Source: an optimization exercise on an open RTL-to-GDS flow (aim: small area). Production flows keep margins and buffers that such runs may drop.
The RTL was checked by simulation tests, not by an equivalence proof against the original design.

== maple ==
==> module zoom_hb, before the edit <==
module zoom_hb (
  input  wire               clk,
  input  wire               rst,         
  input  wire [1:0]         n_hb,        
  input  wire               in_valid,
  input  wire signed [23:0] in_re,
  input  wire signed [23:0] in_im,
  output reg                out_valid,
  output wire signed [27:0] out_re,
  output wire signed [27:0] out_im
);
  reg  [4:0] ph;           
  reg        fill;         
  reg        par1;         
  reg        pend_e, pend_o;
  reg        run_e, run_o;  
  reg        em1;          
  reg        prun;         
  reg        par2;         
  reg        run2e, run2o;
  reg        em2;
  reg        run2i, em2i;  
  wire ph24 = (ph == 5'd24);
  wire ph18 = (ph == 5'd18);
  wire n0 = (n_hb == 2'd0);
  wire n1 = (n_hb == 2'd1);
  always @(posedge clk) begin
    if (rst) begin
      ph <= 5'd0; fill <= 1'b1; par1 <= 1'b0;
      pend_e <= 1'b0; pend_o <= 1'b0; run_e <= 1'b0; run_o <= 1'b0;
      em1 <= 1'b0; prun <= 1'b0;
      par2 <= 1'b0; run2e <= 1'b0; run2o <= 1'b0; em2 <= 1'b0;
      run2i <= 1'b0; em2i <= 1'b0;
      out_valid <= 1'b0;
    end else begin
      ph <= ph24 ? 5'd0 : ph + 5'd1;
      if (in_valid) par1 <= ~par1;
      if (ph24) begin
        fill   <= 1'b0;
        run_e  <= pend_e | (in_valid & ~par1);
        run_o  <= pend_o | (in_valid & par1);
        pend_e <= 1'b0;
        pend_o <= 1'b0;
        em1    <= run_o;
        prun   <= run_e | run_o;
      end else begin
        if (in_valid & ~par1) pend_e <= 1'b1;
        if (in_valid & par1)  pend_o <= 1'b1;
      end
      if (ph18) begin
        em2   <= run2o;
        run2i <= em2;
        em2i  <= run2i;
        run2e <= run_o & ~par2;
        run2o <= run_o & par2;
        if (run_o) par2 <= ~par2;
      end
      out_valid <= n0 ? (prun & (ph == 5'd0)) :
                   n1 ? (em1 & (ph == 5'd19)) :
                        (em2i & (ph == 5'd13));
    end
  end
  wire pat1  = fill & (ph == 5'd23);    
  wire pat2  = fill & ph18;             
  wire ld_e  = in_valid & ~par1;
  wire ld_o  = in_valid & par1;
  wire init1 = ph24 & ~run_o;
  wire init2 = ph18 & ~run2o & ~run2i;
  wire cf1   = run_o & ph24;
  wire cf2   = (em2 | em2i) & (ph == 5'd19);
  wire fl1   = (ph == 5'd18) & em1;     
  wire fl2   = (ph == 5'd13) & em2;     
  wire fl2i  = (ph == 5'd13) & em2i;
  wire hold_re = ~n0 & ~n1 & ~run2o & ~(em2 & ~((ph >= 5'd14) & (ph <= 5'd18)));
  wire shift_im = n0 | n1 | (run2i & (ph >= 5'd13) & (ph <= 5'd18)) |
                  (em2i & ~((ph >= 5'd14) & (ph <= 5'd18)));
  wire        s2;              
  wire [14:0] q2o_re, q2o_im;
  wire        q2c_re, q2c_im, s1_re, nq_im;
  genvar pi, k;
  generate
    for (pi = 0; pi < 2; pi = pi + 1) begin : part
      wire [23:0] din = (pi == 0) ? in_re : in_im;
      reg  [23:0] h_e, h_o;
      always @(posedge clk) begin
        if (ld_e) h_e <= din;
        if (ld_o) h_o <= din;
      end
      wire [31:0] hxe = {8'd0, ~h_e[23], h_e[22:0]};
      wire [31:0] hxo = {8'd0, ~h_o[23], h_o[22:0]};
      wire xe = hxe[ph];
      wire xo = hxo[ph];
      reg [25*8-1:0]  l1e;
      reg [25*15-1:0] l1o;
      reg [25*8-1:0]  l2e;
      reg [25*15-1:0] l2o;
      wire [7:0]  q1e, q2e;
      wire [14:0] q1o, q2o;
      wire        s1;          
      for (k = 0; k < 8; k = k + 1) begin : le
        assign q1e[k] = l1e[25*k];
        assign q2e[k] = l2e[25*k];
        wire i1 = fill ? pat1 : run_e ? ((k == 0) ? xe : q1e[(k == 0) ? 0 : k-1]) : q1e[k];
        wire i2 = fill ? pat2 : run2e ? ((k == 0) ? s1 : q2e[(k == 0) ? 0 : k-1]) : q2e[k];
        always @(posedge clk) begin
          l1e[25*k +: 25] <= {i1, l1e[25*k+1 +: 24]};
          l2e[25*k +: 25] <= {i2, l2e[25*k+1 +: 24]};
        end
      end
      for (k = 0; k < 15; k = k + 1) begin : lo
        assign q1o[k] = l1o[25*k];
        assign q2o[k] = l2o[25*k];
        wire i1 = fill ? pat1 : run_o ? ((k == 0) ? xo : q1o[(k == 0) ? 0 : k-1]) : q1o[k];
        wire a2 = (pi == 0) ? run2o : run2i;
        wire n2 = (pi == 0) ? s1 : nq_im;
        wire i2 = fill ? pat2 : a2 ? ((k == 0) ? n2 : q2o[(k == 0) ? 0 : k-1]) : q2o[k];
        always @(posedge clk) begin
          l1o[25*k +: 25] <= {i1, l1o[25*k+1 +: 24]};
          l2o[25*k +: 25] <= {i2, l2o[25*k+1 +: 24]};
        end
      end
      hb_stage u_s1 (.clk(clk), .g(run_o), .cf(cf1), .init(init1),
                     .t({q1o, xo}), .c(q1e[7]), .e(s1));
      wire [25:0] ob;
      wire raw = run_o ? (xo ^ (ph == 5'd23)) : (xe ^ (ph == 5'd23));
      wire oin = n0 ? raw : n1 ? (s1 ^ fl1) : (s2 ^ ((pi == 0) ? fl2 : fl2i));
      if (pi == 0) begin : w_re
        assign q2o_re = q2o;
        assign q2c_re = q2e[7];
        assign s1_re  = s1;
      end else begin : w_im
        assign q2o_im = q2o;
        assign q2c_im = q2e[7];
        reg [24:0] nr;
        reg        nx;
        assign nq_im = nr[0];
        wire ni = fill ? pat2 : (~n0 & ~n1 & run2o) ? s1 : shift_im ? nx : nr[0];
        always @(posedge clk) begin
          nr <= {ni, nr[24:1]};
          nx <= oin;
        end
        assign ob = {nx, nr};
      end
      if (pi == 0) begin : ob_re
        reg [24:0] obr;
        reg        obx;
        wire       oi = hold_re ? obr[0] : obx;
        always @(posedge clk) begin
          obr <= {oi, obr[24:1]};
          if (!hold_re) obx <= oin;
        end
        assign ob = {obx, obr};
      end
      wire b24 = n0 ? ob[23] : ob[24];
      wire b25 = n0 ? ob[23] : n1 ? ob[24] : ob[25];
      if (pi == 0) begin : o_re
        assign out_re = {b25, b25, b25, b24, ob[23:0]};
      end else begin : o_im
        assign out_im = {b25, b25, b25, b24, ob[23:0]};
      end
    end
  endgenerate
  hb_stage u_s2 (.clk(clk), .g(run2o | run2i), .cf(cf2), .init(init2),
                 .t(run2i ? {q2o_im, nq_im} : {q2o_re, s1_re}),
                 .c(run2i ? q2c_im : q2c_re), .e(s2));
endmodule
export LEC_CHECK = 0
export CAP_MARGIN = 20
export CORE_MARGIN = 2
export CORE_UTILIZATION = 60
export SLEW_MARGIN = 20
create_clock -name core_clock -period 20.0 [get_ports {clk}]
standard.sh (not shown) runs the stock make flow with config.mk's settings and CLKGATE_MAP_FILE= SYNTH_SCRIPT=/design/flow/synth_recipe.tcl, a recipe that flattens the netlist after the stock synthesis.
==> flow/flow/run.sh <==
#!/bin/bash
# Layout flow: the standard flow (standard.sh, unchanged synthesis), with
# changes to how the layout is made:
#  - the clock tree is built without dummy loads, with larger sink clusters;
#  - the ports are buffered with buf_1 instead of the default buffer;
#  - the buffers ABC put in during synthesis are removed at floorplan (the
#    placement's repair puts back what the loads need).
# make's full output goes to run_standard.log in this folder; ORFS keeps each
# tool's own log under orfs/logs/.
set -euo pipefail
cd "$(dirname "$0")/.."
bash standard.sh \
  "CTS_ARGS=-sink_clustering_enable -repair_clock_nets -dont_use_dummy_load -sink_clustering_size 20 -sink_clustering_max_diameter 50 -buf_list sky130_fd_sc_hd__clkbuf_8" \
  "BUFFER_PORTS_ARGS=-buffer_cell sky130_fd_sc_hd__buf_1" REMOVE_ABC_BUFFERS=1 \
  finish > run_standard.log 2>&1
The following lists how onyx was set up differently from maple:
diff --git a/flow/design.v b/flow/design.v
--- a/flow/design.v
+++ b/flow/design.v
@@ -225,14 +225,9 @@
         assign ob = {nx, nr};
       end
       if (pi == 0) begin : ob_re
-        reg [24:0] obr;
-        reg        obx;
-        wire       oi = hold_re ? obr[0] : obx;
-        always @(posedge clk) begin
-          obr <= {oi, obr[24:1]};
-          if (!hold_re) obx <= oin;
-        end
-        assign ob = {obx, obr};
+        reg [25:0] obr;
+        always @(posedge clk) if (!hold_re) obr <= {oin, obr[25:1]};
+        assign ob = obr;
       end
       wire b24 = n0 ? ob[23] : ob[24];
       wire b25 = n0 ? ob[23] : n1 ? ob[24] : ob[25];
Results
Diff onyx..maple | area growth from synthesis to final layout | negligible. Delta (onyx minus maple): effective utilization at floorplan now sits at about the same level; sequential share of layout area shows no meaningful change. onyx and maple ended up with nearly the same synthesized-area fraction occupied by ao, oa, aoi and oai cells. Changes observed in onyx relative to maple: finished layout cell area stayed essentially flat, total of max-cap violations stayed essentially flat, routed length per instance rose by 0.12 um, synthesized area stayed essentially flat, final weighted congestion in routability-driven placement fell by about 3%. onyx and maple ended up with nearly the same via density per instance. The number of library cell types mapped by synthesis of onyx falls short of that of maple by 4. | die height | maple vs onyx | ≈ equal |.

-- re-timing with driven ports --
How much do the figures lean on ideal ports? The routed layouts below were timed once more, with nothing changed but the port constraints.
Step 1 sets driving cells, clkbuf_16 on the clock port and buf_2 on the other inputs (assumed; they add their load-dependent delay and slew).
Step 2, shift: input delay + t, output delay - t, t = (earliest + latest rising clock arrival at the registers) / 2. This alone moves slack from input paths to output paths.
a / b / c = ideal ports / drivers / drivers and shift; a / b = the first two.
| run | shift t [ns] | setup slack, ns | slew at the worst register clock pin (ns) |
|---|---|---|---|
| maple | 0.877 | 8.888 / 8.888 / 8.888 | 0.11 / 0.11 |
| onyx | 0.866 | 8.211 / 8.211 / 8.211 | 0.11 / 0.11 |
After both steps setup and hold are still met in every run listed.
